From an optimization exercise on the open Yosys and OpenROAD flow, aimed at small area and few clock cycles per item; shortcuts taken in it are not production practice. In this exercise RTL edits were held to simulation tests only and were not proved equivalent to the original. Power is estimated from default activity; no workload was simulated.

$ cat design/flow/config.mk
export PLATFORM = sky130hd
export DESIGN_NAME = je_core
export DESIGN_NICKNAME = je_core
export VERILOG_FILES = /design/flow/design.v
export SDC_FILE = /design/flow/constraint.sdc
export NUM_CORES = 4
export LEC_CHECK = 0
export CAP_MARGIN = 20
export CORE_MARGIN = 2
export CORE_UTILIZATION = 60
export CTS_BUF_LIST = sky130_fd_sc_hd__clkbuf_8
export SLEW_MARGIN = 20
$ cat design/flow/constraint.sdc
create_clock -name core_clock -period 20.0 [get_ports {clk}]
set_input_delay 4.0000 -clock core_clock [delete_from_list [all_inputs] [get_ports {clk}]]
set_output_delay 4.0000 -clock core_clock [all_outputs]
set_load 0.01 [all_outputs]
$ cat design/flow/design.v
module je_core (
    input  wire        clk,
    input  wire        rst,         
    input  wire        in_valid,
    output wire        in_ready,
    input  wire [39:0] in_instr,    
    input  wire [9:0]  in_smp,      
    output reg         res_valid,
    output reg  [29:0] res_val,
    output wire [4:0]  res_flags    
);
    localparam OP_NOP  = 6'h00, OP_END  = 6'h01, OP_LDW  = 6'h02, OP_STW  = 6'h03,
               OP_LDI  = 6'h04, OP_MOV  = 6'h05, OP_ADD  = 6'h06, OP_SUB  = 6'h07,
               OP_ADDS = 6'h08, OP_SUBS = 6'h09, OP_AND  = 6'h0A, OP_OR   = 6'h0B,
               OP_XOR  = 6'h0C, OP_SHL  = 6'h0D, OP_SHR  = 6'h0E, OP_ASR  = 6'h0F,
               OP_CMP  = 6'h10, OP_MIN  = 6'h11, OP_MAX  = 6'h12, OP_SEL  = 6'h13,
               OP_MUL  = 6'h14, OP_MAC  = 6'h15, OP_ACLR = 6'h16, OP_ASHR = 6'h17,
               OP_AST  = 6'h18;
    localparam K_V = 4'h0, K_W = 4'h1, K_A = 4'h2, K_SMP = 4'h3;
    reg [159:0] v_q;      
    reg [119:0] a_q;      
    reg [639:0] w_q;      
    reg         fz_q, fn_q, fc_q, fv_q, fsat_q;
    reg         ph_q;     
    reg  [9:0]  wt_q;     
    wire [9:0] s0 = in_instr[9:0];
    wire [9:0] s1 = in_instr[19:10];
    wire [9:0] s2 = in_instr[29:20];
    wire [9:0] s3 = in_instr[39:30];
    wire [5:0] op = s0[9:4];
    wire       imm = s0[3];
    wire [2:0] m = s0[2:0];
    wire is_ldw  = (op == OP_LDW);
    wire is_stw  = (op == OP_STW);
    wire is_mac  = (op == OP_MAC);
    wire binop   = (op >= OP_ADD) && (op <= OP_MAC);    
    wire [9:0] qs  = is_stw ? s1 : s3;
    wire [3:0] k2  = s2[9:6];
    wire [3:0] kq  = qs[9:6];
    wire need2 = binop && !imm && (k2 == K_W) && (s3[9:6] == K_W);
    assign in_ready = !(need2 && !ph_q);
    wire go = in_valid && in_ready;
    wire [9:0]  v_p  = v_q[s2[3:0]*10 +: 10];
    wire [9:0]  v_qq = v_q[qs[3:0]*10 +: 10];
    wire [29:0] a_p  = a_q[s2[3:2]*30 +: 30];
    wire [29:0] a_qq = a_q[qs[3:2]*30 +: 30];
    wire [29:0] acc_d = a_q[s1[3:2]*30 +: 30];
    wire [29:0] acc_s = a_p;
    function [9:0] lane;
        input [29:0] a;
        input [1:0]  l;
        lane = (l == 2'd0) ? a[9:0] : (l == 2'd1) ? a[19:10] : a[29:20];
    endfunction
    function [12:0] radd12;           
        input [11:0] u, v;
        input        ci;
        reg c; integer k;
        begin
            c = ci;
            for (k = 0; k < 12; k = k + 1) begin
                radd12[k] = u[k] ^ v[k] ^ c;
                c = (u[k] & v[k]) | (c & (u[k] ^ v[k]));
            end
            radd12[12] = c;
        end
    endfunction
    function [30:0] radd30;           
        input [29:0] u, v;
        input        ci;
        reg c; integer k;
        begin
            c = ci;
            for (k = 0; k < 30; k = k + 1) begin
                radd30[k] = u[k] ^ v[k] ^ c;
                c = (u[k] & v[k]) | (c & (u[k] ^ v[k]));
            end
            radd30[30] = c;
        end
    endfunction
    function [29:0] rinc30;           
        input [29:0] u;
        input        ci;
        reg c; integer k;
        begin
            c = ci;
            for (k = 0; k < 30; k = k + 1) begin
                rinc30[k] = u[k] ^ c;
                c = u[k] & c;
            end
        end
    endfunction
    wire [5:0] idx   = (k2 == K_V) ? v_p[5:0] : 6'd0;
    wire [12:0] waddr_t = radd12({6'd0, idx}, {6'd0, s3[5:0]}, 1'b0);
    wire [5:0]  waddr   = waddr_t[5:0];
    wire       q_w   = (kq == K_W) && !imm;
    wire [5:0] wra   = is_ldw ? waddr :
                       (q_w && !(need2 && !ph_q)) ? qs[5:0] : s2[5:0];
    wire [9:0] w_rd  = w_q[wra*10 +: 10];
    reg [9:0] opa, qv;
    always @(*) begin
        case (k2)
            K_V:     opa = v_p;
            K_W:     opa = ph_q ? wt_q : w_rd;
            K_A:     opa = lane(a_p, s2[1:0]);
            K_SMP:   opa = in_smp;
            default: opa = 10'd0;
        endcase
        case (kq)
            K_V:     qv = v_qq;
            K_W:     qv = w_rd;
            K_A:     qv = lane(a_qq, qs[1:0]);
            K_SMP:   qv = in_smp;
            default: qv = 10'd0;
        endcase
    end
    wire [9:0] opb  = imm ? s3 : qv;
    wire [9:0] src1 = qv;
    reg cond_true;
    always @(*) begin
        case (s1[9:6])
            4'h0: cond_true = 1'b1;
            4'h1: cond_true = fz_q;
            4'h2: cond_true = !fz_q;
            4'h3: cond_true = fc_q;
            4'h4: cond_true = !fc_q;
            4'h5: cond_true = fn_q;
            4'h6: cond_true = !fn_q;
            4'h7: cond_true = fv_q;
            4'h8: cond_true = !fv_q;
            4'h9: cond_true = fc_q && !fz_q;
            4'hA: cond_true = !fc_q || fz_q;
            4'hB: cond_true = (fn_q == fv_q);
            4'hC: cond_true = (fn_q != fv_q);
            4'hD: cond_true = !fz_q && (fn_q == fv_q);
            4'hE: cond_true = fz_q || (fn_q != fv_q);
            default: cond_true = fsat_q;
        endcase
    end
    wire        u_mod = m[0];
    wire        satop = (op == OP_ADDS) || (op == OP_SUBS);
    wire        mmop  = (op == OP_MIN) || (op == OP_MAX);
    wire        sx    = (satop || mmop) && !u_mod;           
    wire        sub   = (op == OP_SUB) || (op == OP_CMP) || (op == OP_SUBS) || mmop;
    wire [11:0] ea    = {{2{sx & opa[9]}}, opa};
    wire [11:0] eb    = {{2{sx & opb[9]}}, opb} ^ {12{sub}};
    wire [12:0] t_c   = radd12(ea, eb, sub);
    wire [11:0] t     = t_c[11:0];
    wire [9:0]  r10   = t[9:0];
    wire        lt    = t[11];                                
    reg  [9:0]  sat_r;
    reg         sat_v;
    always @(*) begin
        if (u_mod) begin
            if (t[11])          begin sat_r = 10'd0;    sat_v = 1'b1; end
            else if (t[10])     begin sat_r = 10'h3FF;  sat_v = 1'b1; end
            else                begin sat_r = r10;      sat_v = 1'b0; end
        end else begin
            if (t[11] && !(t[10] && t[9]))      begin sat_r = 10'h200; sat_v = 1'b1; end
            else if (!t[11] && (t[10] || t[9])) begin sat_r = 10'h1FF; sat_v = 1'b1; end
            else                                begin sat_r = r10;     sat_v = 1'b0; end
        end
    end
    wire        is_shl = (op == OP_SHL);
    wire        is_asr = (op == OP_ASR);
    wire [9:0]  a_rev  = {opa[0], opa[1], opa[2], opa[3], opa[4], opa[5], opa[6], opa[7], opa[8], opa[9]};
    wire [9:0]  sh_in  = is_shl ? a_rev : opa;
    wire        sh_fill = is_asr & opa[9];
    wire [3:0]  sh_n   = (|opb[9:4]) ? 4'd15 : opb[3:0];
    wire [10:0] sh_y;                  
    wire [9:0]  sh_yr  = sh_y[10:1];
    wire [9:0]  sh_r   = is_shl ? {sh_yr[0], sh_yr[1], sh_yr[2], sh_yr[3], sh_yr[4], sh_yr[5], sh_yr[6], sh_yr[7], sh_yr[8], sh_yr[9]} : sh_yr;
    wire        sh_c   = sh_y[0];
    wire [1:0]  mode = m[1:0];
    wire        msa  = (mode != 2'b01) & opa[9];
    wire        msb  = (mode == 2'b00) & opb[9];
    wire [10:0] mx = {msa, opa};
    wire [10:0] my = {msb, opb};
    wire [30:0] mt_acc = is_mac ? {acc_d[29], acc_d} : 31'd0;
    wire [30:0] mt_ra, mt_rb;
    wire mt_pp0_0 = mx[0] & my[0];
    wire mt_pp0_1 = mx[0] & my[1];
    wire mt_pp0_2 = mx[0] & my[2];
    wire mt_pp0_3 = mx[0] & my[3];
    wire mt_pp0_4 = mx[0] & my[4];
    wire mt_pp0_5 = mx[0] & my[5];
    wire mt_pp0_6 = mx[0] & my[6];
    wire mt_pp0_7 = mx[0] & my[7];
    wire mt_pp0_8 = mx[0] & my[8];
    wire mt_pp0_9 = mx[0] & my[9];
    wire mt_pp0_10 = ~(mx[0] & my[10]);
    wire mt_pp1_0 = mx[1] & my[0];
    wire mt_pp1_1 = mx[1] & my[1];
    wire mt_pp1_2 = mx[1] & my[2];
    wire mt_pp1_3 = mx[1] & my[3];
    wire mt_pp1_4 = mx[1] & my[4];
    wire mt_pp1_5 = mx[1] & my[5];
    wire mt_pp1_6 = mx[1] & my[6];
    wire mt_pp1_7 = mx[1] & my[7];
    wire mt_pp1_8 = mx[1] & my[8];
    wire mt_pp1_9 = mx[1] & my[9];
    wire mt_pp1_10 = ~(mx[1] & my[10]);
    wire mt_pp2_0 = mx[2] & my[0];
    wire mt_pp2_1 = mx[2] & my[1];
    wire mt_pp2_2 = mx[2] & my[2];
    wire mt_pp2_3 = mx[2] & my[3];
    wire mt_pp2_4 = mx[2] & my[4];
    wire mt_pp2_5 = mx[2] & my[5];
    wire mt_pp2_6 = mx[2] & my[6];
    wire mt_pp2_7 = mx[2] & my[7];
    wire mt_pp2_8 = mx[2] & my[8];
    wire mt_pp2_9 = mx[2] & my[9];
    wire mt_pp2_10 = ~(mx[2] & my[10]);
    wire mt_pp3_0 = mx[3] & my[0];
    wire mt_pp3_1 = mx[3] & my[1];
    wire mt_pp3_2 = mx[3] & my[2];
    wire mt_pp3_3 = mx[3] & my[3];
    wire mt_pp3_4 = mx[3] & my[4];
    wire mt_pp3_5 = mx[3] & my[5];
    wire mt_pp3_6 = mx[3] & my[6];
    wire mt_pp3_7 = mx[3] & my[7];
    wire mt_pp3_8 = mx[3] & my[8];
    wire mt_pp3_9 = mx[3] & my[9];
    wire mt_pp3_10 = ~(mx[3] & my[10]);
    wire mt_pp4_0 = mx[4] & my[0];
    wire mt_pp4_1 = mx[4] & my[1];
    wire mt_pp4_2 = mx[4] & my[2];
    wire mt_pp4_3 = mx[4] & my[3];
    wire mt_pp4_4 = mx[4] & my[4];
    wire mt_pp4_5 = mx[4] & my[5];
    wire mt_pp4_6 = mx[4] & my[6];
    wire mt_pp4_7 = mx[4] & my[7];
    wire mt_pp4_8 = mx[4] & my[8];
    wire mt_pp4_9 = mx[4] & my[9];
    wire mt_pp4_10 = ~(mx[4] & my[10]);
    wire mt_pp5_0 = mx[5] & my[0];
    wire mt_pp5_1 = mx[5] & my[1];
    wire mt_pp5_2 = mx[5] & my[2];
    wire mt_pp5_3 = mx[5] & my[3];
    wire mt_pp5_4 = mx[5] & my[4];
    wire mt_pp5_5 = mx[5] & my[5];
    wire mt_pp5_6 = mx[5] & my[6];
    wire mt_pp5_7 = mx[5] & my[7];
    wire mt_pp5_8 = mx[5] & my[8];
    wire mt_pp5_9 = mx[5] & my[9];
    wire mt_pp5_10 = ~(mx[5] & my[10]);
    wire mt_pp6_0 = mx[6] & my[0];
    wire mt_pp6_1 = mx[6] & my[1];
    wire mt_pp6_2 = mx[6] & my[2];
    wire mt_pp6_3 = mx[6] & my[3];
    wire mt_pp6_4 = mx[6] & my[4];
    wire mt_pp6_5 = mx[6] & my[5];
    wire mt_pp6_6 = mx[6] & my[6];
    wire mt_pp6_7 = mx[6] & my[7];
    wire mt_pp6_8 = mx[6] & my[8];
    wire mt_pp6_9 = mx[6] & my[9];
    wire mt_pp6_10 = ~(mx[6] & my[10]);
    wire mt_pp7_0 = mx[7] & my[0];
    wire mt_pp7_1 = mx[7] & my[1];
    wire mt_pp7_2 = mx[7] & my[2];
    wire mt_pp7_3 = mx[7] & my[3];
    wire mt_pp7_4 = mx[7] & my[4];
    wire mt_pp7_5 = mx[7] & my[5];
    wire mt_pp7_6 = mx[7] & my[6];
    wire mt_pp7_7 = mx[7] & my[7];
    wire mt_pp7_8 = mx[7] & my[8];
    wire mt_pp7_9 = mx[7] & my[9];
    wire mt_pp7_10 = ~(mx[7] & my[10]);
    wire mt_pp8_0 = mx[8] & my[0];
    wire mt_pp8_1 = mx[8] & my[1];
    wire mt_pp8_2 = mx[8] & my[2];
    wire mt_pp8_3 = mx[8] & my[3];
    wire mt_pp8_4 = mx[8] & my[4];
    wire mt_pp8_5 = mx[8] & my[5];
    wire mt_pp8_6 = mx[8] & my[6];
    wire mt_pp8_7 = mx[8] & my[7];
    wire mt_pp8_8 = mx[8] & my[8];
    wire mt_pp8_9 = mx[8] & my[9];
    wire mt_pp8_10 = ~(mx[8] & my[10]);
    wire mt_pp9_0 = mx[9] & my[0];
    wire mt_pp9_1 = mx[9] & my[1];
    wire mt_pp9_2 = mx[9] & my[2];
    wire mt_pp9_3 = mx[9] & my[3];
    wire mt_pp9_4 = mx[9] & my[4];
    wire mt_pp9_5 = mx[9] & my[5];
    wire mt_pp9_6 = mx[9] & my[6];
    wire mt_pp9_7 = mx[9] & my[7];
    wire mt_pp9_8 = mx[9] & my[8];
    wire mt_pp9_9 = mx[9] & my[9];
    wire mt_pp9_10 = ~(mx[9] & my[10]);
    wire mt_pp10_0 = ~(mx[10] & my[0]);
    wire mt_pp10_1 = ~(mx[10] & my[1]);
    wire mt_pp10_2 = ~(mx[10] & my[2]);
    wire mt_pp10_3 = ~(mx[10] & my[3]);
    wire mt_pp10_4 = ~(mx[10] & my[4]);
    wire mt_pp10_5 = ~(mx[10] & my[5]);
    wire mt_pp10_6 = ~(mx[10] & my[6]);
    wire mt_pp10_7 = ~(mx[10] & my[7]);
    wire mt_pp10_8 = ~(mx[10] & my[8]);
    wire mt_pp10_9 = ~(mx[10] & my[9]);
    wire mt_pp10_10 = mx[10] & my[10];
    wire mt_s0 = mt_acc[8] ^ mt_pp8_0;
    wire mt_c0 = mt_acc[8] & mt_pp8_0;
    wire mt_s1 = mt_acc[9] ^ mt_pp9_0 ^ mt_pp8_1;
    wire mt_c1 = (mt_acc[9] & mt_pp9_0) | (mt_acc[9] & mt_pp8_1) | (mt_pp9_0 & mt_pp8_1);
    wire mt_s2 = mt_pp7_2 ^ mt_pp6_3;
    wire mt_c2 = mt_pp7_2 & mt_pp6_3;
    wire mt_s3 = mt_acc[10] ^ mt_pp10_0 ^ mt_pp9_1;
    wire mt_c3 = (mt_acc[10] & mt_pp10_0) | (mt_acc[10] & mt_pp9_1) | (mt_pp10_0 & mt_pp9_1);
    wire mt_s4 = mt_pp8_2 ^ mt_pp7_3 ^ mt_pp6_4;
    wire mt_c4 = (mt_pp8_2 & mt_pp7_3) | (mt_pp8_2 & mt_pp6_4) | (mt_pp7_3 & mt_pp6_4);
    wire mt_s5 = mt_pp5_5 ^ mt_pp4_6;
    wire mt_c5 = mt_pp5_5 & mt_pp4_6;
    wire mt_s6 = 1'b1 ^ mt_acc[11] ^ mt_pp10_1;
    wire mt_c6 = (1'b1 & mt_acc[11]) | (1'b1 & mt_pp10_1) | (mt_acc[11] & mt_pp10_1);
    wire mt_s7 = mt_pp9_2 ^ mt_pp8_3 ^ mt_pp7_4;
    wire mt_c7 = (mt_pp9_2 & mt_pp8_3) | (mt_pp9_2 & mt_pp7_4) | (mt_pp8_3 & mt_pp7_4);
    wire mt_s8 = mt_pp6_5 ^ mt_pp5_6 ^ mt_pp4_7;
    wire mt_c8 = (mt_pp6_5 & mt_pp5_6) | (mt_pp6_5 & mt_pp4_7) | (mt_pp5_6 & mt_pp4_7);
    wire mt_s9 = mt_acc[12] ^ mt_pp10_2 ^ mt_pp9_3;
    wire mt_c9 = (mt_acc[12] & mt_pp10_2) | (mt_acc[12] & mt_pp9_3) | (mt_pp10_2 & mt_pp9_3);
    wire mt_s10 = mt_pp8_4 ^ mt_pp7_5 ^ mt_pp6_6;
    wire mt_c10 = (mt_pp8_4 & mt_pp7_5) | (mt_pp8_4 & mt_pp6_6) | (mt_pp7_5 & mt_pp6_6);
    wire mt_s11 = mt_acc[13] ^ mt_pp10_3 ^ mt_pp9_4;
    wire mt_c11 = (mt_acc[13] & mt_pp10_3) | (mt_acc[13] & mt_pp9_4) | (mt_pp10_3 & mt_pp9_4);
    wire mt_s12 = mt_acc[5] ^ mt_pp5_0;
    wire mt_c12 = mt_acc[5] & mt_pp5_0;
    wire mt_s13 = mt_acc[6] ^ mt_pp6_0 ^ mt_pp5_1;
    wire mt_c13 = (mt_acc[6] & mt_pp6_0) | (mt_acc[6] & mt_pp5_1) | (mt_pp6_0 & mt_pp5_1);
    wire mt_s14 = mt_pp4_2 ^ mt_pp3_3;
    wire mt_c14 = mt_pp4_2 & mt_pp3_3;
    wire mt_s15 = mt_acc[7] ^ mt_pp7_0 ^ mt_pp6_1;
    wire mt_c15 = (mt_acc[7] & mt_pp7_0) | (mt_acc[7] & mt_pp6_1) | (mt_pp7_0 & mt_pp6_1);
    wire mt_s16 = mt_pp5_2 ^ mt_pp4_3 ^ mt_pp3_4;
    wire mt_c16 = (mt_pp5_2 & mt_pp4_3) | (mt_pp5_2 & mt_pp3_4) | (mt_pp4_3 & mt_pp3_4);
    wire mt_s17 = mt_pp2_5 ^ mt_pp1_6;
    wire mt_c17 = mt_pp2_5 & mt_pp1_6;
    wire mt_s18 = mt_pp7_1 ^ mt_pp6_2 ^ mt_pp5_3;
    wire mt_c18 = (mt_pp7_1 & mt_pp6_2) | (mt_pp7_1 & mt_pp5_3) | (mt_pp6_2 & mt_pp5_3);
    wire mt_s19 = mt_pp4_4 ^ mt_pp3_5 ^ mt_pp2_6;
    wire mt_c19 = (mt_pp4_4 & mt_pp3_5) | (mt_pp4_4 & mt_pp2_6) | (mt_pp3_5 & mt_pp2_6);
    wire mt_s20 = mt_pp1_7 ^ mt_pp0_8 ^ mt_s0;
    wire mt_c20 = (mt_pp1_7 & mt_pp0_8) | (mt_pp1_7 & mt_s0) | (mt_pp0_8 & mt_s0);
    wire mt_s21 = mt_pp5_4 ^ mt_pp4_5 ^ mt_pp3_6;
    wire mt_c21 = (mt_pp5_4 & mt_pp4_5) | (mt_pp5_4 & mt_pp3_6) | (mt_pp4_5 & mt_pp3_6);
    wire mt_s22 = mt_pp2_7 ^ mt_pp1_8 ^ mt_pp0_9;
    wire mt_c22 = (mt_pp2_7 & mt_pp1_8) | (mt_pp2_7 & mt_pp0_9) | (mt_pp1_8 & mt_pp0_9);
    wire mt_s23 = mt_s2 ^ mt_s1 ^ mt_c0;
    wire mt_c23 = (mt_s2 & mt_s1) | (mt_s2 & mt_c0) | (mt_s1 & mt_c0);
    wire mt_s24 = mt_pp3_7 ^ mt_pp2_8 ^ mt_pp1_9;
    wire mt_c24 = (mt_pp3_7 & mt_pp2_8) | (mt_pp3_7 & mt_pp1_9) | (mt_pp2_8 & mt_pp1_9);
    wire mt_s25 = mt_pp0_10 ^ mt_s5 ^ mt_s4;
    wire mt_c25 = (mt_pp0_10 & mt_s5) | (mt_pp0_10 & mt_s4) | (mt_s5 & mt_s4);
    wire mt_s26 = mt_s3 ^ mt_c2 ^ mt_c1;
    wire mt_c26 = (mt_s3 & mt_c2) | (mt_s3 & mt_c1) | (mt_c2 & mt_c1);
    wire mt_s27 = mt_pp3_8 ^ mt_pp2_9 ^ mt_pp1_10;
    wire mt_c27 = (mt_pp3_8 & mt_pp2_9) | (mt_pp3_8 & mt_pp1_10) | (mt_pp2_9 & mt_pp1_10);
    wire mt_s28 = mt_s8 ^ mt_s7 ^ mt_s6;
    wire mt_c28 = (mt_s8 & mt_s7) | (mt_s8 & mt_s6) | (mt_s7 & mt_s6);
    wire mt_s29 = mt_c5 ^ mt_c4 ^ mt_c3;
    wire mt_c29 = (mt_c5 & mt_c4) | (mt_c5 & mt_c3) | (mt_c4 & mt_c3);
    wire mt_s30 = mt_pp5_7 ^ mt_pp4_8 ^ mt_pp3_9;
    wire mt_c30 = (mt_pp5_7 & mt_pp4_8) | (mt_pp5_7 & mt_pp3_9) | (mt_pp4_8 & mt_pp3_9);
    wire mt_s31 = mt_pp2_10 ^ mt_s10 ^ mt_s9;
    wire mt_c31 = (mt_pp2_10 & mt_s10) | (mt_pp2_10 & mt_s9) | (mt_s10 & mt_s9);
    wire mt_s32 = mt_c8 ^ mt_c7 ^ mt_c6;
    wire mt_c32 = (mt_c8 & mt_c7) | (mt_c8 & mt_c6) | (mt_c7 & mt_c6);
    wire mt_s33 = mt_pp8_5 ^ mt_pp7_6 ^ mt_pp6_7;
    wire mt_c33 = (mt_pp8_5 & mt_pp7_6) | (mt_pp8_5 & mt_pp6_7) | (mt_pp7_6 & mt_pp6_7);
    wire mt_s34 = mt_pp5_8 ^ mt_pp4_9 ^ mt_pp3_10;
    wire mt_c34 = (mt_pp5_8 & mt_pp4_9) | (mt_pp5_8 & mt_pp3_10) | (mt_pp4_9 & mt_pp3_10);
    wire mt_s35 = mt_s11 ^ mt_c10 ^ mt_c9;
    wire mt_c35 = (mt_s11 & mt_c10) | (mt_s11 & mt_c9) | (mt_c10 & mt_c9);
    wire mt_s36 = mt_acc[14] ^ mt_pp10_4 ^ mt_pp9_5;
    wire mt_c36 = (mt_acc[14] & mt_pp10_4) | (mt_acc[14] & mt_pp9_5) | (mt_pp10_4 & mt_pp9_5);
    wire mt_s37 = mt_pp8_6 ^ mt_pp7_7 ^ mt_pp6_8;
    wire mt_c37 = (mt_pp8_6 & mt_pp7_7) | (mt_pp8_6 & mt_pp6_8) | (mt_pp7_7 & mt_pp6_8);
    wire mt_s38 = mt_pp5_9 ^ mt_pp4_10 ^ mt_c11;
    wire mt_c38 = (mt_pp5_9 & mt_pp4_10) | (mt_pp5_9 & mt_c11) | (mt_pp4_10 & mt_c11);
    wire mt_s39 = mt_acc[15] ^ mt_pp10_5 ^ mt_pp9_6;
    wire mt_c39 = (mt_acc[15] & mt_pp10_5) | (mt_acc[15] & mt_pp9_6) | (mt_pp10_5 & mt_pp9_6);
    wire mt_s40 = mt_pp8_7 ^ mt_pp7_8 ^ mt_pp6_9;
    wire mt_c40 = (mt_pp8_7 & mt_pp7_8) | (mt_pp8_7 & mt_pp6_9) | (mt_pp7_8 & mt_pp6_9);
    wire mt_s41 = mt_acc[16] ^ mt_pp10_6 ^ mt_pp9_7;
    wire mt_c41 = (mt_acc[16] & mt_pp10_6) | (mt_acc[16] & mt_pp9_7) | (mt_pp10_6 & mt_pp9_7);
    wire mt_s42 = mt_acc[3] ^ mt_pp3_0;
    wire mt_c42 = mt_acc[3] & mt_pp3_0;
    wire mt_s43 = mt_acc[4] ^ mt_pp4_0 ^ mt_pp3_1;
    wire mt_c43 = (mt_acc[4] & mt_pp4_0) | (mt_acc[4] & mt_pp3_1) | (mt_pp4_0 & mt_pp3_1);
    wire mt_s44 = mt_pp2_2 ^ mt_pp1_3;
    wire mt_c44 = mt_pp2_2 & mt_pp1_3;
    wire mt_s45 = mt_pp4_1 ^ mt_pp3_2 ^ mt_pp2_3;
    wire mt_c45 = (mt_pp4_1 & mt_pp3_2) | (mt_pp4_1 & mt_pp2_3) | (mt_pp3_2 & mt_pp2_3);
    wire mt_s46 = mt_pp1_4 ^ mt_pp0_5 ^ mt_s12;
    wire mt_c46 = (mt_pp1_4 & mt_pp0_5) | (mt_pp1_4 & mt_s12) | (mt_pp0_5 & mt_s12);
    wire mt_s47 = mt_pp2_4 ^ mt_pp1_5 ^ mt_pp0_6;
    wire mt_c47 = (mt_pp2_4 & mt_pp1_5) | (mt_pp2_4 & mt_pp0_6) | (mt_pp1_5 & mt_pp0_6);
    wire mt_s48 = mt_s14 ^ mt_s13 ^ mt_c12;
    wire mt_c48 = (mt_s14 & mt_s13) | (mt_s14 & mt_c12) | (mt_s13 & mt_c12);
    wire mt_s49 = mt_pp0_7 ^ mt_s17 ^ mt_s16;
    wire mt_c49 = (mt_pp0_7 & mt_s17) | (mt_pp0_7 & mt_s16) | (mt_s17 & mt_s16);
    wire mt_s50 = mt_s15 ^ mt_c14 ^ mt_c13;
    wire mt_c50 = (mt_s15 & mt_c14) | (mt_s15 & mt_c13) | (mt_c14 & mt_c13);
    wire mt_s51 = mt_s20 ^ mt_s19 ^ mt_s18;
    wire mt_c51 = (mt_s20 & mt_s19) | (mt_s20 & mt_s18) | (mt_s19 & mt_s18);
    wire mt_s52 = mt_c17 ^ mt_c16 ^ mt_c15;
    wire mt_c52 = (mt_c17 & mt_c16) | (mt_c17 & mt_c15) | (mt_c16 & mt_c15);
    wire mt_s53 = mt_s23 ^ mt_s22 ^ mt_s21;
    wire mt_c53 = (mt_s23 & mt_s22) | (mt_s23 & mt_s21) | (mt_s22 & mt_s21);
    wire mt_s54 = mt_c20 ^ mt_c19 ^ mt_c18;
    wire mt_c54 = (mt_c20 & mt_c19) | (mt_c20 & mt_c18) | (mt_c19 & mt_c18);
    wire mt_s55 = mt_s26 ^ mt_s25 ^ mt_s24;
    wire mt_c55 = (mt_s26 & mt_s25) | (mt_s26 & mt_s24) | (mt_s25 & mt_s24);
    wire mt_s56 = mt_c23 ^ mt_c22 ^ mt_c21;
    wire mt_c56 = (mt_c23 & mt_c22) | (mt_c23 & mt_c21) | (mt_c22 & mt_c21);
    wire mt_s57 = mt_s29 ^ mt_s28 ^ mt_s27;
    wire mt_c57 = (mt_s29 & mt_s28) | (mt_s29 & mt_s27) | (mt_s28 & mt_s27);
    wire mt_s58 = mt_c26 ^ mt_c25 ^ mt_c24;
    wire mt_c58 = (mt_c26 & mt_c25) | (mt_c26 & mt_c24) | (mt_c25 & mt_c24);
    wire mt_s59 = mt_s32 ^ mt_s31 ^ mt_s30;
    wire mt_c59 = (mt_s32 & mt_s31) | (mt_s32 & mt_s30) | (mt_s31 & mt_s30);
    wire mt_s60 = mt_c29 ^ mt_c28 ^ mt_c27;
    wire mt_c60 = (mt_c29 & mt_c28) | (mt_c29 & mt_c27) | (mt_c28 & mt_c27);
    wire mt_s61 = mt_s35 ^ mt_s34 ^ mt_s33;
    wire mt_c61 = (mt_s35 & mt_s34) | (mt_s35 & mt_s33) | (mt_s34 & mt_s33);
    wire mt_s62 = mt_c32 ^ mt_c31 ^ mt_c30;
    wire mt_c62 = (mt_c32 & mt_c31) | (mt_c32 & mt_c30) | (mt_c31 & mt_c30);
    wire mt_s63 = mt_s38 ^ mt_s37 ^ mt_s36;
    wire mt_c63 = (mt_s38 & mt_s37) | (mt_s38 & mt_s36) | (mt_s37 & mt_s36);
    wire mt_s64 = mt_c35 ^ mt_c34 ^ mt_c33;
    wire mt_c64 = (mt_c35 & mt_c34) | (mt_c35 & mt_c33) | (mt_c34 & mt_c33);
    wire mt_s65 = mt_pp5_10 ^ mt_s40 ^ mt_s39;
    wire mt_c65 = (mt_pp5_10 & mt_s40) | (mt_pp5_10 & mt_s39) | (mt_s40 & mt_s39);
    wire mt_s66 = mt_c38 ^ mt_c37 ^ mt_c36;
    wire mt_c66 = (mt_c38 & mt_c37) | (mt_c38 & mt_c36) | (mt_c37 & mt_c36);
    wire mt_s67 = mt_pp8_8 ^ mt_pp7_9 ^ mt_pp6_10;
    wire mt_c67 = (mt_pp8_8 & mt_pp7_9) | (mt_pp8_8 & mt_pp6_10) | (mt_pp7_9 & mt_pp6_10);
    wire mt_s68 = mt_s41 ^ mt_c40 ^ mt_c39;
    wire mt_c68 = (mt_s41 & mt_c40) | (mt_s41 & mt_c39) | (mt_c40 & mt_c39);
    wire mt_s69 = mt_acc[17] ^ mt_pp10_7 ^ mt_pp9_8;
    wire mt_c69 = (mt_acc[17] & mt_pp10_7) | (mt_acc[17] & mt_pp9_8) | (mt_pp10_7 & mt_pp9_8);
    wire mt_s70 = mt_pp8_9 ^ mt_pp7_10 ^ mt_c41;
    wire mt_c70 = (mt_pp8_9 & mt_pp7_10) | (mt_pp8_9 & mt_c41) | (mt_pp7_10 & mt_c41);
    wire mt_s71 = mt_acc[18] ^ mt_pp10_8 ^ mt_pp9_9;
    wire mt_c71 = (mt_acc[18] & mt_pp10_8) | (mt_acc[18] & mt_pp9_9) | (mt_pp10_8 & mt_pp9_9);
    wire mt_s72 = mt_acc[2] ^ mt_pp2_0;
    wire mt_c72 = mt_acc[2] & mt_pp2_0;
    wire mt_s73 = mt_pp2_1 ^ mt_pp1_2 ^ mt_pp0_3;
    wire mt_c73 = (mt_pp2_1 & mt_pp1_2) | (mt_pp2_1 & mt_pp0_3) | (mt_pp1_2 & mt_pp0_3);
    wire mt_s74 = mt_pp0_4 ^ mt_s44 ^ mt_s43;
    wire mt_c74 = (mt_pp0_4 & mt_s44) | (mt_pp0_4 & mt_s43) | (mt_s44 & mt_s43);
    wire mt_s75 = mt_s46 ^ mt_s45 ^ mt_c44;
    wire mt_c75 = (mt_s46 & mt_s45) | (mt_s46 & mt_c44) | (mt_s45 & mt_c44);
    wire mt_s76 = mt_s48 ^ mt_s47 ^ mt_c46;
    wire mt_c76 = (mt_s48 & mt_s47) | (mt_s48 & mt_c46) | (mt_s47 & mt_c46);
    wire mt_s77 = mt_s50 ^ mt_s49 ^ mt_c48;
    wire mt_c77 = (mt_s50 & mt_s49) | (mt_s50 & mt_c48) | (mt_s49 & mt_c48);
    wire mt_s78 = mt_s52 ^ mt_s51 ^ mt_c50;
    wire mt_c78 = (mt_s52 & mt_s51) | (mt_s52 & mt_c50) | (mt_s51 & mt_c50);
    wire mt_s79 = mt_s54 ^ mt_s53 ^ mt_c52;
    wire mt_c79 = (mt_s54 & mt_s53) | (mt_s54 & mt_c52) | (mt_s53 & mt_c52);
    wire mt_s80 = mt_s56 ^ mt_s55 ^ mt_c54;
    wire mt_c80 = (mt_s56 & mt_s55) | (mt_s56 & mt_c54) | (mt_s55 & mt_c54);
    wire mt_s81 = mt_s58 ^ mt_s57 ^ mt_c56;
    wire mt_c81 = (mt_s58 & mt_s57) | (mt_s58 & mt_c56) | (mt_s57 & mt_c56);
    wire mt_s82 = mt_s60 ^ mt_s59 ^ mt_c58;
    wire mt_c82 = (mt_s60 & mt_s59) | (mt_s60 & mt_c58) | (mt_s59 & mt_c58);
    wire mt_s83 = mt_s62 ^ mt_s61 ^ mt_c60;
    wire mt_c83 = (mt_s62 & mt_s61) | (mt_s62 & mt_c60) | (mt_s61 & mt_c60);
    wire mt_s84 = mt_s64 ^ mt_s63 ^ mt_c62;
    wire mt_c84 = (mt_s64 & mt_s63) | (mt_s64 & mt_c62) | (mt_s63 & mt_c62);
    wire mt_s85 = mt_s66 ^ mt_s65 ^ mt_c64;
    wire mt_c85 = (mt_s66 & mt_s65) | (mt_s66 & mt_c64) | (mt_s65 & mt_c64);
    wire mt_s86 = mt_s68 ^ mt_s67 ^ mt_c66;
    wire mt_c86 = (mt_s68 & mt_s67) | (mt_s68 & mt_c66) | (mt_s67 & mt_c66);
    wire mt_s87 = mt_s70 ^ mt_s69 ^ mt_c68;
    wire mt_c87 = (mt_s70 & mt_s69) | (mt_s70 & mt_c68) | (mt_s69 & mt_c68);
    wire mt_s88 = mt_pp8_10 ^ mt_s71 ^ mt_c70;
    wire mt_c88 = (mt_pp8_10 & mt_s71) | (mt_pp8_10 & mt_c70) | (mt_s71 & mt_c70);
    wire mt_s89 = mt_acc[19] ^ mt_pp10_9 ^ mt_pp9_10;
    wire mt_c89 = (mt_acc[19] & mt_pp10_9) | (mt_acc[19] & mt_pp9_10) | (mt_pp10_9 & mt_pp9_10);
    wire mt_s90 = mt_acc[1] ^ mt_pp1_0;
    wire mt_c90 = mt_acc[1] & mt_pp1_0;
    wire mt_s91 = mt_pp1_1 ^ mt_pp0_2 ^ mt_s72;
    wire mt_c91 = (mt_pp1_1 & mt_pp0_2) | (mt_pp1_1 & mt_s72) | (mt_pp0_2 & mt_s72);
    wire mt_s92 = mt_s42 ^ mt_s73 ^ mt_c72;
    wire mt_c92 = (mt_s42 & mt_s73) | (mt_s42 & mt_c72) | (mt_s73 & mt_c72);
    wire mt_s93 = mt_c42 ^ mt_s74 ^ mt_c73;
    wire mt_c93 = (mt_c42 & mt_s74) | (mt_c42 & mt_c73) | (mt_s74 & mt_c73);
    wire mt_s94 = mt_c43 ^ mt_s75 ^ mt_c74;
    wire mt_c94 = (mt_c43 & mt_s75) | (mt_c43 & mt_c74) | (mt_s75 & mt_c74);
    wire mt_s95 = mt_c45 ^ mt_s76 ^ mt_c75;
    wire mt_c95 = (mt_c45 & mt_s76) | (mt_c45 & mt_c75) | (mt_s76 & mt_c75);
    wire mt_s96 = mt_c47 ^ mt_s77 ^ mt_c76;
    wire mt_c96 = (mt_c47 & mt_s77) | (mt_c47 & mt_c76) | (mt_s77 & mt_c76);
    wire mt_s97 = mt_c49 ^ mt_s78 ^ mt_c77;
    wire mt_c97 = (mt_c49 & mt_s78) | (mt_c49 & mt_c77) | (mt_s78 & mt_c77);
    wire mt_s98 = mt_c51 ^ mt_s79 ^ mt_c78;
    wire mt_c98 = (mt_c51 & mt_s79) | (mt_c51 & mt_c78) | (mt_s79 & mt_c78);
    wire mt_s99 = mt_c53 ^ mt_s80 ^ mt_c79;
    wire mt_c99 = (mt_c53 & mt_s80) | (mt_c53 & mt_c79) | (mt_s80 & mt_c79);
    wire mt_s100 = mt_c55 ^ mt_s81 ^ mt_c80;
    wire mt_c100 = (mt_c55 & mt_s81) | (mt_c55 & mt_c80) | (mt_s81 & mt_c80);
    wire mt_s101 = mt_c57 ^ mt_s82 ^ mt_c81;
    wire mt_c101 = (mt_c57 & mt_s82) | (mt_c57 & mt_c81) | (mt_s82 & mt_c81);
    wire mt_s102 = mt_c59 ^ mt_s83 ^ mt_c82;
    wire mt_c102 = (mt_c59 & mt_s83) | (mt_c59 & mt_c82) | (mt_s83 & mt_c82);
    wire mt_s103 = mt_c61 ^ mt_s84 ^ mt_c83;
    wire mt_c103 = (mt_c61 & mt_s84) | (mt_c61 & mt_c83) | (mt_s84 & mt_c83);
    wire mt_s104 = mt_c63 ^ mt_s85 ^ mt_c84;
    wire mt_c104 = (mt_c63 & mt_s85) | (mt_c63 & mt_c84) | (mt_s85 & mt_c84);
    wire mt_s105 = mt_c65 ^ mt_s86 ^ mt_c85;
    wire mt_c105 = (mt_c65 & mt_s86) | (mt_c65 & mt_c85) | (mt_s86 & mt_c85);
    wire mt_s106 = mt_c67 ^ mt_s87 ^ mt_c86;
    wire mt_c106 = (mt_c67 & mt_s87) | (mt_c67 & mt_c86) | (mt_s87 & mt_c86);
    wire mt_s107 = mt_c69 ^ mt_s88 ^ mt_c87;
    wire mt_c107 = (mt_c69 & mt_s88) | (mt_c69 & mt_c87) | (mt_s88 & mt_c87);
    wire mt_s108 = mt_c71 ^ mt_s89 ^ mt_c88;
    wire mt_c108 = (mt_c71 & mt_s89) | (mt_c71 & mt_c88) | (mt_s89 & mt_c88);
    wire mt_s109 = mt_acc[20] ^ mt_pp10_10 ^ mt_c89;
    wire mt_c109 = (mt_acc[20] & mt_pp10_10) | (mt_acc[20] & mt_c89) | (mt_pp10_10 & mt_c89);
    wire mt_s110 = 1'b1 ^ mt_acc[21];
    wire mt_c110 = 1'b1 & mt_acc[21];
    wire mt_s111 = 1'b1 ^ mt_acc[22];
    wire mt_c111 = 1'b1 & mt_acc[22];
    wire mt_s112 = 1'b1 ^ mt_acc[23];
    wire mt_c112 = 1'b1 & mt_acc[23];
    wire mt_s113 = 1'b1 ^ mt_acc[24];
    wire mt_c113 = 1'b1 & mt_acc[24];
    wire mt_s114 = 1'b1 ^ mt_acc[25];
    wire mt_c114 = 1'b1 & mt_acc[25];
    wire mt_s115 = 1'b1 ^ mt_acc[26];
    wire mt_c115 = 1'b1 & mt_acc[26];
    wire mt_s116 = 1'b1 ^ mt_acc[27];
    wire mt_c116 = 1'b1 & mt_acc[27];
    wire mt_s117 = 1'b1 ^ mt_acc[28];
    wire mt_c117 = 1'b1 & mt_acc[28];
    wire mt_s118 = 1'b1 ^ mt_acc[29];
    wire mt_c118 = 1'b1 & mt_acc[29];
    wire mt_s119 = 1'b1 ^ mt_acc[30];
    wire mt_c119 = 1'b1 & mt_acc[30];
    assign mt_ra = {mt_c118, mt_c117, mt_c116, mt_c115, mt_c114, mt_c113, mt_c112, mt_c111, mt_c110, mt_c109, mt_c108, mt_c107, mt_c106, mt_c105, mt_c104, mt_c103, mt_c102, mt_c101, mt_c100, mt_c99, mt_c98, mt_c97, mt_c96, mt_c95, mt_c94, mt_c93, mt_c92, mt_c91, mt_c90, mt_s90, mt_pp0_0};
    assign mt_rb = {mt_s119, mt_s118, mt_s117, mt_s116, mt_s115, mt_s114, mt_s113, mt_s112, mt_s111, mt_s110, mt_s109, mt_s108, mt_s107, mt_s106, mt_s105, mt_s104, mt_s103, mt_s102, mt_s101, mt_s100, mt_s99, mt_s98, mt_s97, mt_s96, mt_s95, mt_s94, mt_s93, mt_s92, mt_s91, mt_pp0_1, mt_acc[0]};
    function [31:0] rblk;             
        input [30:0] u, v;
        input integer lo, hi;
        reg c; integer k;
        begin
            rblk = 32'd0; c = 1'b0;
            for (k = lo; k <= hi; k = k + 1) begin
                rblk[k] = u[k] ^ v[k] ^ c;
                c = (u[k] & v[k]) | (c & (u[k] ^ v[k]));
            end
            rblk[31] = c;
        end
    endfunction
    function [31:0] iblk;             
        input [31:0] x;
        input integer lo, hi;
        reg c; integer k;
        begin
            iblk = x; c = 1'b1;
            for (k = lo; k <= hi; k = k + 1) begin
                iblk[k] = x[k] ^ c;
                c = x[k] & c;
            end
            iblk[31] = x[31] | c;
        end
    endfunction
    wire [31:0] cs_b0  = rblk(mt_ra, mt_rb, 0, 9);
    wire [31:0] cs_b1  = rblk(mt_ra, mt_rb, 10, 19);
    wire [31:0] cs_b1i = iblk(cs_b1, 10, 19);
    wire [31:0] cs_b2  = rblk(mt_ra, mt_rb, 20, 30);
    wire [31:0] cs_b2i = iblk(cs_b2, 20, 30);
    wire        cs_c10 = cs_b0[31];
    wire        cs_c20 = cs_c10 ? cs_b1i[31] : cs_b1[31];
    wire [30:0] mac_c  = {cs_c20 ? cs_b2i[30:20] : cs_b2[30:20],
                          cs_c10 ? cs_b1i[19:10] : cs_b1[19:10],
                          cs_b0[9:0]};
    wire [29:0] prod30 = mac_c[29:0];           
    wire        mac_hi = !mac_c[30] && mac_c[29];
    wire        mac_lo = mac_c[30] && !mac_c[29];
    wire [29:0] mac_t  = mac_c[29:0];
    wire [29:0] mac_r  = mac_hi ? 30'h1FFFFFFF : mac_lo ? 30'h20000000 : mac_t[29:0];
    wire [4:0]  ashr_k = ((|opb[9:5]) || (opb[4:0] > 5'd28)) ? 5'd29 : opb[4:0];
    wire        is_ashr = (op == OP_ASHR);
    wire [4:0]  sh_amt = is_ashr ? ashr_k : {1'b0, sh_n};
    wire [30:0] sh_src = is_ashr ? {acc_d, 1'b0} : {sh_in, 21'd0};
    wire        sh_f   = is_ashr ? acc_d[29] : sh_fill;
    wire [61:0] sh_e   = {{31{sh_f}}, sh_src};
    wire [30:0] ashr_s = sh_e[sh_amt +: 31];
    assign      sh_y   = ashr_s[30:20];
    wire [29:0] ashr_r = rinc30(ashr_s[30:1], m[0] & ashr_s[0]);
    reg  [9:0]  ast_r;
    reg         ast_v;
    always @(*) begin
        if (u_mod) begin
            if (acc_s[29])                         begin ast_r = 10'd0;      ast_v = 1'b1; end
            else if (acc_s[28:10] != 19'd0)        begin ast_r = 10'd1023;   ast_v = 1'b1; end
            else                                   begin ast_r = acc_s[9:0]; ast_v = 1'b0; end
        end else begin
            if (acc_s[29] && !(&acc_s[28:9]))      begin ast_r = 10'h200;    ast_v = 1'b1; end
            else if (!acc_s[29] && (|acc_s[28:9])) begin ast_r = 10'h1FF;    ast_v = 1'b1; end
            else                                   begin ast_r = acc_s[9:0]; ast_v = 1'b0; end
        end
    end
    wire [29:0] ldi_r = u_mod ? {10'd0, s2, s3} : {{10{s2[9]}}, s2, s3};
    reg        wr_v, wr_a, wr_w, end_visit;
    reg [9:0]  word_r;
    reg [29:0] acc_r;
    reg        nz_w, nz_a;
    reg        c_wr, v_wr;
    reg        c_new, v_new;
    reg        sat_or;
    always @(*) begin
        wr_v = 1'b0; wr_a = 1'b0; wr_w = 1'b0; end_visit = 1'b0;
        word_r = 10'd0; acc_r = 30'd0;
        nz_w = 1'b0; nz_a = 1'b0;
        c_wr = 1'b0; v_wr = 1'b0; c_new = 1'b0; v_new = 1'b0;
        sat_or = 1'b0;
        case (op)
            OP_END:  end_visit = 1'b1;
            OP_LDW:  begin wr_v = 1'b1; word_r = w_rd; nz_w = 1'b1; end
            OP_STW:  begin wr_w = 1'b1; word_r = src1; end
            OP_LDI:  begin wr_a = 1'b1; acc_r = ldi_r; end
            OP_MOV:  begin wr_v = 1'b1; word_r = opb; nz_w = 1'b1; end
            OP_ADD:  begin
                wr_v = 1'b1; word_r = r10; nz_w = 1'b1;
                c_wr = 1'b1; c_new = t[10];
                v_wr = 1'b1; v_new = (opa[9] == opb[9]) && (r10[9] != opa[9]);
            end
            OP_SUB, OP_CMP: begin
                wr_v = (op == OP_SUB); word_r = r10; nz_w = 1'b1;
                c_wr = 1'b1; c_new = !lt;
                v_wr = 1'b1; v_new = (opa[9] != opb[9]) && (r10[9] != opa[9]);
            end
            OP_ADDS, OP_SUBS: begin
                wr_v = 1'b1; word_r = sat_r; nz_w = 1'b1;
                c_wr = 1'b1; v_wr = 1'b1; v_new = sat_v; sat_or = 1'b1;
            end
            OP_AND:  begin wr_v = 1'b1; word_r = opa & opb; nz_w = 1'b1; c_wr = 1'b1; v_wr = 1'b1; end
            OP_OR:   begin wr_v = 1'b1; word_r = opa | opb; nz_w = 1'b1; c_wr = 1'b1; v_wr = 1'b1; end
            OP_XOR:  begin wr_v = 1'b1; word_r = opa ^ opb; nz_w = 1'b1; c_wr = 1'b1; v_wr = 1'b1; end
            OP_SHL, OP_SHR, OP_ASR: begin
                wr_v = 1'b1; word_r = sh_r; nz_w = 1'b1; c_wr = 1'b1; c_new = sh_c; v_wr = 1'b1;
            end
            OP_MIN:  begin wr_v = 1'b1; word_r = lt ? opa : opb; nz_w = 1'b1; c_wr = 1'b1; v_wr = 1'b1; end
            OP_MAX:  begin wr_v = 1'b1; word_r = lt ? opb : opa; nz_w = 1'b1; c_wr = 1'b1; v_wr = 1'b1; end
            OP_SEL:  begin wr_v = 1'b1; word_r = cond_true ? opa : opb; end
            OP_MUL:  begin wr_a = 1'b1; acc_r = prod30; nz_a = 1'b1; end
            OP_MAC:  begin
                wr_a = 1'b1; acc_r = mac_r; nz_a = 1'b1;
                v_wr = 1'b1; v_new = mac_hi || mac_lo; sat_or = 1'b1;
            end
            OP_ACLR: begin wr_a = 1'b1; acc_r = 30'd0; end
            OP_ASHR: begin wr_a = 1'b1; acc_r = ashr_r; nz_a = 1'b1; end
            OP_AST:  begin
                wr_v = 1'b1; word_r = ast_r; nz_w = 1'b1;
                v_wr = 1'b1; v_new = ast_v; sat_or = 1'b1;
            end
            default: ;
        endcase
    end
    wire fz_n   = end_visit ? 1'b0 : nz_w ? (word_r == 10'd0) : nz_a ? (acc_r == 30'd0) : fz_q;
    wire fn_n   = end_visit ? 1'b0 : nz_w ? word_r[9] : nz_a ? acc_r[29] : fn_q;
    wire fc_n   = end_visit ? 1'b0 : c_wr ? c_new : fc_q;
    wire fv_n   = end_visit ? 1'b0 : v_wr ? v_new : fv_q;
    wire fsat_n = end_visit ? 1'b0 : fsat_q | (sat_or & v_new);
    wire        clr_va = rst || (go && end_visit);
    wire [9:0]  vdat   = clr_va ? 10'd0 : word_r;
    wire [29:0] adat   = clr_va ? 30'd0 : acc_r;
    wire [9:0]  wdat   = rst ? 10'd0 : word_r;
    genvar gi;
    generate
        for (gi = 0; gi < 16; gi = gi + 1) begin : g_v
            always @(posedge clk)
                if (clr_va || (go && wr_v && s1[3:0] == gi))
                    v_q[gi*10 +: 10] <= vdat;
        end
        for (gi = 0; gi < 4; gi = gi + 1) begin : g_a
            always @(posedge clk)
                if (clr_va || (go && wr_a && s1[3:2] == gi))
                    a_q[gi*30 +: 30] <= adat;
        end
        for (gi = 0; gi < 64; gi = gi + 1) begin : g_w
            always @(posedge clk)
                if (rst || (go && wr_w && waddr == gi))
                    w_q[gi*10 +: 10] <= wdat;
        end
    endgenerate
    always @(posedge clk) begin
        if (rst) begin
            fz_q   <= 1'b0;
            fn_q   <= 1'b0;
            fc_q   <= 1'b0;
            fv_q   <= 1'b0;
            fsat_q <= 1'b0;
        end else if (go) begin
            fz_q   <= fz_n;
            fn_q   <= fn_n;
            fc_q   <= fc_n;
            fv_q   <= fv_n;
            fsat_q <= fsat_n;
        end
    end
    assign res_flags = {fsat_q, fv_q, fc_q, fn_q, fz_q};
    always @(posedge clk) begin
        if (rst) ph_q <= 1'b0;
        else     ph_q <= in_valid && need2 && !ph_q;
        wt_q <= w_rd;
    end
    always @(posedge clk) begin
        res_valid <= !rst && go;
        res_val   <= wr_a ? acc_r : (wr_v || wr_w) ? {20'd0, word_r} : 30'd0;
    end
endmodule
$ cat design/flow/run.sh
#!/bin/bash
# synth_recipe.tcl (not shown) runs the flow's synth.tcl, then flattens the netlist and writes it again
# the make line also repeats each setting of config.mk as NAME=value (left out here)
make -C /OpenROAD-flow-scripts/flow DESIGN_CONFIG=/design/flow/config.mk WORK_HOME=/design/flow/orfs CLKGATE_MAP_FILE= SYNTH_SCRIPT=/design/flow/synth_recipe.tcl finish
==> results by group, run 1 <==
Worst setup path
  – Crit path capture type: register
  – Worst path top cell family by delay: adder cells
  – RR Endpoint: fz_q
  – CP Launch Point: in_instr[20]
  – Crit path to: fz_q
  – Worst R2R Path Depth: 56
  – Reg-to-reg critical path startpoint: v_q[120]
  – Critical Path Slowest Stage Cell: mux4_2
  – Crit path arrival time: 20.16 ns
  – CP Class: input pin to register
  – Req. time, crit path: 20.79 ns
  – Worst path depth: 57
  – Cell mode on critical path: fa_1
  – Crit path max fanout: 9
  – Bufs and invs on worst path: 12
  – Kind of start point of the critical path: input pin
  – R2R setup slack: 3.58 ns
  – Crit-path max cell delay: 0.57 ns

GRT
  – Global-route usage over all layers: 41.7%
  – Aggregate global routing overflow: 0
  – First-pass GRT wire length: 270000 microns
  – Largest net degree at the start of global routing: 86
  – Antenna violations before repair: 4
  – Number of global-route vias before repair: 38800

Pwr
  – Maximum VDD drop: 0.105 mV
  – Clock power frac: 31.7%
  – Power Dens Cells: 81.7 mW/mm^2
  – Internal power: 3480 uW
  – Leakage: 0.0234 uW
  – Sequential group share of total power: 48.3%
  – Switching Power: 1460 uW
  – Gate power share: 20.0%
  – Total power: 4940 uW
  – Switching Fraction: 29.6%

CTS
  – Clock Tree Buf Depth: 3
  – H-tree Lvls: 4
  – Clock root buffer: clkbuf_8
  – CTS tree: done
  – Worst-path clk slew: 0.08 ns
  – Post-CTS Setup Bufs: 0
  – Post_cts resized: 0
  – Hold-fix buffers, CTS: 0
  – Clk Latency, worst-skew pair: 0.86 ns
  – Clock sink count: 967
  – CTS Buf Count: 154

Logic synthesis
  – Mux cell area share after synthesis: 9.12%
  – Synth top area share: 52.0%
  – Number of synthesized register bits: 967
  – Synth async-reset ratio: 0%
  – Synth Flop Type: edfxtp_1
  – Post-Synth XOR/XNOR Area: 0.330%
  – Synthesized area: 0.0531 sq mm
  – Synth unique cells: 126
  – Main combinational cell family by area after synthesis: compound AO/OA/AOI/OAI gates
  – Post-synth net total: 4637
  – Synthesized area per cell: 12.2 sq um
  – Adder-cell share of the synthesized area: 7.26%
  – Compound-Gate Fraction of Synth Area: 13.0%
  – Synth area leader: edfxtp_1
  – Post-synthesis simple-gate area fraction: 12.2%
  – Largest cells by area after synthesis: edfxtp_1, mux4_2, fa_1
  – Ys Warns: 1
  – Post-Syn Instances: 4360
  – Post-synth EDFFs: 920
  – Seq/Total Area, Yosys: 53.8%

Hold path
  – Worst hold path stage count: 1
  – Hold Crit Class: register to register

Place
  – Post-DP HPWL: 136000 microns
  – Placed Cells: 5723
  – Port Buffers: 88
  – Placer Congestion: 1.03
  – Placed cell area: 0.0577 sq mm

Cells and area
  – Multi-input logic area: 0.0226 sq mm
  – Layout cell share with drive strength beyond 1: 19.3%
  – Layout Area Growth over Synthesis: 14.0%
  – Sequential cell area: 0.0286 sq mm
  – Design Area, Final: 0.0605 sq mm
  – Fin util: 68.7%
  – Final Instance Count excl. Fillers: 6008
  – Final #Nets: 4993
  – Fill cells: 6572

Route
  – Final WL: 190000 microns
  – Pre-Repair DR Iteration Count: 6
  – DRT iter0 DRCs: 5859
  – Via-to-Cell Ratio: 6.80
  – Drt wl/cell: 31.6 microns
  – Antenna Nets Post-Route: 0
  – # DRC: 0
  – Vias: 40900

STA
  – Slew @ Worst Pin: 1.22 ns
  – Setup TNS: 0 ns
  – Final slew viol count: 0
  – Max frequency: 51.6 MHz
  – Slew headroom: 19.0%
  – Minimum clock period: 19.37 ns
  – Final period utilization: 96.9%
  – Final setup vio count: 0
  – RSZ-0062 raised after global routing: false
  – Clock skew: 0.0542 ns
  – Final Hold Fails: 0

Floorplan
  – Core area: 0.0881 sq mm
  – Initial Utilization: 60.3%
  – Die Wd: 302 microns
  – Chip height: 302 microns
  – Ports: 90
  – Cell row count: 109
  – Die area: 0.0909 sq mm

Flow run
  – Max Cap Viol: 0

Run status
  – Status: finished clean
[placed cells by master, fill, tap and decap left out, types with 26 or more instances in the layout]
cell	count
o21bai_1	34
edfxtp_1	920
clkbuf_8	161
nand4_1	36
a22oi_1	56
dfxtp_1	47
a21oi_1	213
a311oi_1	27
mux4_2	149
mux2i_1	115
nor2_1	207
and3_1	153
buf_4	403
nand3_1	135
clkdlybuf4s50_1	81
nor3_1	36
a211oi_1	155
a31oi_1	62
a21o_1	30
clkinv_1	48
fa_1	140
o211ai_1	35
o21ai_0	92
inv_1	228
ha_1	84
a221oi_1	26
nand2_1	629
[power by group through the flow]
stage / combinational (uW) / clock [uW] / sequential (uW)
floorplan: 543 / 0 / 2420
global placement: 950 / 0 / 2420
detailed placement: 959 / 0 / 2430
CTS: 963 / 1570 / 2390
global route: 1040 / 1650 / 2400
finish: 988 / 1570 / 2390
[metal layers]
| metal | vias up | global-route usage [%] | routed length (microns) |
|---|---|---|---|
| met5 | - | 0 | 13 |
| met2 | 2786 | 65.0 | 86900 |
| met3 | 631 | 8.44 | 20000 |
| met1 | 20200 | 52.9 | 67200 |
| met4 | 2 | 28.5 | 15500 |
| li1 | 17300 | - | - |
[sequential cells by signal, indices dropped and copies added, names as in the netlist]
signal     cells
w_q          640
v_q          160
a_q          120
res_val       30
wt_q          10
fc_q           1
fn_q           1
fsat_q         1
fv_q           1
fz_q           1
ph_q           1
res_valid      1
[worst min path at each step]
stage                start  endpoint  slack, ns
floorplan           fsat_q    fsat_q       0.46
global placement    fsat_q    fsat_q       0.62
detailed placement  fsat_q    fsat_q       0.62
CTS                 fsat_q    fsat_q       0.63
global route        fsat_q    fsat_q       0.64
finish              fsat_q    fsat_q       0.63
[area by class of cell]
class                      instances  share of cell area (%)
multi-input combinational       2889                    37.4
clock inverter                   119                   0.959
inverter                         190                    1.18
antenna                            3                  0.0124
timing repair buffer             514                    7.21
clock buffer                     161                    3.66
sequential                       967                    47.2
tap                             1165                    2.41
[cells by family (layout without fill, tap and decap cells)]
| family | after synthesis | after routing |
|---|---|---|
| buf+inv | 504 | 984 |
| compound gates | 982 | 982 |
| other cells | 0 | 3 |
| fa+ha+maj | 224 | 224 |
| xor+xnor | 20 | 20 |
| simple gates | 1372 | 1372 |
| mux | 291 | 291 |
| flops | 967 | 967 |
[cell usage after synthesis, drive strengths merged (28+ instances only)]
cell type / n
a211oi: 158
a21o: 32
a21oi: 216
a221oi: 28
a22oi: 56
a31oi: 64
and3: 153
buf: 152
clkbuf: 162
dfxtp: 47
edfxtp: 920
fa: 140
ha: 84
inv: 186
mux2i: 119
mux4: 149
nand2: 636
nand3: 136
nand4: 37
nor2: 217
nor2b: 31
nor3: 39
o211ai: 37
o21ai: 122
o21bai: 58
[metrics by stage]
stage / hold slack, ns / worst slack [ns]
floorplan: 0.457 / 0.147
global placement: 0.616 / 0.143
detailed placement: 0.618 / -0.0361
CTS: 0.627 / 0.885
global route: 0.641 / 0.0327
finish: 0.627 / 0.627
Testbench counts, summed over its fixed seeds: cycles 24,284, items 24,000.
==> run 2, diff against run 1 <==
==> design/flow/config.mk (replaced) <==
export PLATFORM = sky130hd
export DESIGN_NAME = je_core
export DESIGN_NICKNAME = je_core
export VERILOG_FILES = /design/flow/design.v
export SDC_FILE = /design/flow/constraint.sdc
export NUM_CORES = 4
export LEC_CHECK = 0
export CAP_MARGIN = 5
export CORE_MARGIN = 2
export CORE_UTILIZATION = 65
export CTS_BUF_LIST = sky130_fd_sc_hd__clkbuf_4
export CTS_CLUSTER_SIZE = 12
export SLEW_MARGIN = 5
==> results by group, run 2 <==
Run status
  – Status: finished clean

Route
  – Metal-1 WL: 62500 microns
  – DRT iter0 DRCs: 6643
  – Metal2 WL: 84100 microns
  – Final WL: 188000 microns
  – Vias: 41900
  – Max Used Layer: met4
  – Pre-Repair DR Iteration Count: 6
  – WL met3: 24400 microns
  – Antenna Nets Post-Route: 0
  – # DRC: 0
  – Drt wl/cell: 31.3 microns
  – Via-to-Cell Ratio: 6.98

GRT
  – Antenna violations before repair: 8
  – Number of global-route vias before repair: 39900
  – First-pass GRT wire length: 269000 microns
  – Largest net degree at the start of global routing: 68
  – Aggregate global routing overflow: 0
  – Global-route usage over all layers: 44.5%

Pwr
  – Maximum VDD drop: 0.0796 mV
  – Gate power share: 19.8%
  – Internal power: 3480 uW
  – Switching Fraction: 29.9%
  – Switching Power: 1480 uW
  – Power Dens Cells: 82.7 mW/mm^2
  – Clock power frac: 32.1%
  – Sequential group share of total power: 48.1%
  – Leakage: 0.0232 uW

Logic synthesis
  – Post-synthesis simple-gate area fraction: 12.2%
  – Top post-synthesis cells by count: edfxtp_1, nand2_1, a21oi_1
  – Post-Synth XOR/XNOR Area: 0.330%
  – Synth area leader: edfxtp_1
  – Synth unique cells: 126
  – Post-Syn Instances: 4360
  – Synth Flop Type: edfxtp_1
  – Adder-cell share of the synthesized area: 7.26%
  – Synthesized area per cell: 12.2 sq um
  – Synthesized area: 0.0531 sq mm
  – Seq/Total Area, Yosys: 53.8%
  – Ys Warns: 1
  – Synth async-reset ratio: 0%
  – Main combinational cell family by area after synthesis: compound AO/OA/AOI/OAI gates
  – Mux cell area share after synthesis: 9.12%
  – Largest cells by area after synthesis: edfxtp_1, mux4_2, fa_1
  – Number of synthesized register bits: 967
  – Post-synth EDFFs: 920
  – Count leader, synth: edfxtp_1
  – Compound-Gate Fraction of Synth Area: 13.0%
  – Synth top area share: 52.0%
  – Post-synth net total: 4637

Worst setup path
  – Crit path max fanout: 9
  – CP Class: input pin to register
  – Kind of start point of the critical path: input pin
  – Reg-to-reg critical path startpoint: v_q[0]
  – Worst R2R Path Depth: 56
  – Cell mode on critical path: fa_1
  – Crit-path max cell delay: 0.60 ns
  – Req. time, crit path: 21.08 ns
  – Worst path top cell family by delay: adder cells
  – RR Endpoint: fz_q
  – Critical Path Slowest Stage Cell: mux4_2
  – R2R setup slack: 3.38 ns
  – Crit path capture type: register
  – Crit path arrival time: 20.53 ns
  – Bufs and invs on worst path: 12

Cells and area
  – Layout Area Growth over Synthesis: 13.1%
  – Top reg by flops: w_q
  – Most common cell after layout, fill and taps aside: edfxtp_1
  – Commonest non-fill, non-tap cells in the layout: edfxtp_1, nand2_1, buf_4
  – Final #Nets: 5019
  – Layout cell share with drive strength beyond 1: 20.7%
  – Design Area, Final: 0.0600 sq mm
  – Fin util: 74.4%
  – Max reg flops: 640
  – Top flop regs: w_q x640, v_q x160, a_q x120

CTS
  – Post-CTS Setup Bufs: 0
  – H-tree Lvls: 4
  – Worst-path clk slew: 0.08 ns
  – Clock Tree Buf Depth: 3
  – Clock root buffer: clkbuf_4
  – Hold-fix buffers, CTS: 0
  – Clock sink count: 967
  – CTS tree: done
  – Post_cts resized: 0
  – CTS Buf Count: 227
  – Clk Latency, worst-skew pair: 1.15 ns

Floorplan
  – Ports: 90
  – Die Wd: 290 microns
  – Cell row count: 104
  – Chip height: 290 microns
  – Core area: 0.0807 sq mm
  – Initial Utilization: 65.8%
  – Die area: 0.0840 sq mm

STA
  – Final Hold Fails: 0
  – Slew @ Worst Pin: 1.32 ns
  – Clock skew: 0.0942 ns
  – Final period utilization: 97.2%
  – Max frequency: 51.4 MHz
  – Minimum clock period: 19.45 ns
  – Setup TNS: 0 ns
  – Slew headroom: 12.1%
  – Final setup margin: 0.550 ns
  – Final slew viol count: 0
  – Final setup vio count: 0
  – Worst hold slack: 0.627 ns

Hold path
  – Hold Crit Class: register to register
  – Worst min-delay path startpoint: fsat_q
  – Hold path endpoint: fsat_q
  – Worst hold path stage count: 1

Place
  – Placement Setup Slack: -0.250 ns
  – Placed cell area: 0.0571 sq mm
  – Port Buffers: 88
  – Placer Congestion: 1.07
  – Post-DP HPWL: 133000 microns

Flow run
  – Max Cap Viol: 0
run 2: per-layer routing:
| metal | track usage, % | vias up |
|---|---|---|
| met5 | 0 | - |
| met4 | 33.2 | 0 |
| met3 | 11.6 | 753 |
| met2 | 67.4 | 3437 |
| met1 | 55.6 | 20200 |
| li1 | - | 17500 |
run 2: area by class of cell:
class	count	area [sq um]
sequential	967	28600
clock inverter	101	582
inverter	190	714
timing repair buffer	467	3910
tap	1060	1330
clock buffer	317	2380
antenna	10	25.0
fill	5384	20600
multi-input combinational	2889	22500
run 2: worst max-delay path by stage:
stage	end	cells past startpoint	start
2_1_floorplan	fz_q	58	in_instr[20]
3_3_place_gp	fz_q	60	in_instr[20]
3_5_place_dp	fz_q	60	in_instr[20]
4_1_cts	fz_q	60	in_instr[20]
5_1_grt	fz_q	60	in_instr[20]
6_report	fz_q	57	in_instr[20]
run 2: worst register-to-register path, delay by kind of cell (launching register included):
kind / cells / cell delay, ns
adder cells (fa/ha/maj): 22 / 8.79
AND/OR/NAND/NOR: 15 / 3.90
AO/OA/AOI/OAI: 6 / 1.47
multiplexers: 2 / 1.00
buffers and inverters: 10 / 0.93
flip-flops: 1 / 0.40
XOR/XNOR: 1 / 0.09
run 2: power by group through the flow:
stage          Clock (uW)  Combinational [uW]  Sequential (uW)
2_1_floorplan           0                 543             2420
3_3_place_gp            0                 933             2420
3_5_place_dp            0                 947             2430
4_1_cts              1600                 951             2390
5_1_grt              1700                1020             2400
6_report             1600                 982             2390
run 2: cells by family (layout without fill, tap and decap cells):
group                    after synthesis  in the layout
AO/OA/AOI/OAI                        982            982
XOR/XNOR                              20             20
adder cells (fa/ha/maj)              224            224
buffers and inverters                504           1075
flip-flops                           967            967
multiplexers                         291            291
other                                  0             10
AND/OR/NAND/NOR                     1372           1372
run 2: stage by stage:
stage / std cells / power, uW
2_1_floorplan: 4360 / 2960
3_3_place_gp: 5573 / 3350
3_5_place_dp: 5573 / 3380
4_1_cts: 5991 / 4940
5_1_grt: 5995 / 5120
6_report: 6001 / 4970

afterwards: timing with drivers on the ports:
The flow's constraints put no driver on any port. The routed layouts listed below were extracted and timed again, unchanged, in two steps.
Step 1 sets driving cells, clkbuf_16 on the clock port and buf_2 on the other inputs (assumed; they add their load-dependent delay and slew).
Step 2 adds t to the input delays and takes it off the output delays; t is the mean of the earliest and latest rising clock arrival at the registers after step 1. Input paths then give back, and output paths get back, about the clock's delay inside the block.
Three values: ideal ports, drivers, drivers and shift; two values: the first two.
run	t (ns)	setup WS [ns]	cell pins on the clock port's net
run 1	0.899	0.627 / 0.669 / -0.230	1
run 2	1.174	0.550 / 0.593 / -0.581	1
Met with ideal ports but missed after step 2: setup timing in run 1 and run 2. For run 2, which loses most, drivers alone change the setup slack by +0.043 ns; drivers and shift together by -1.131 ns.
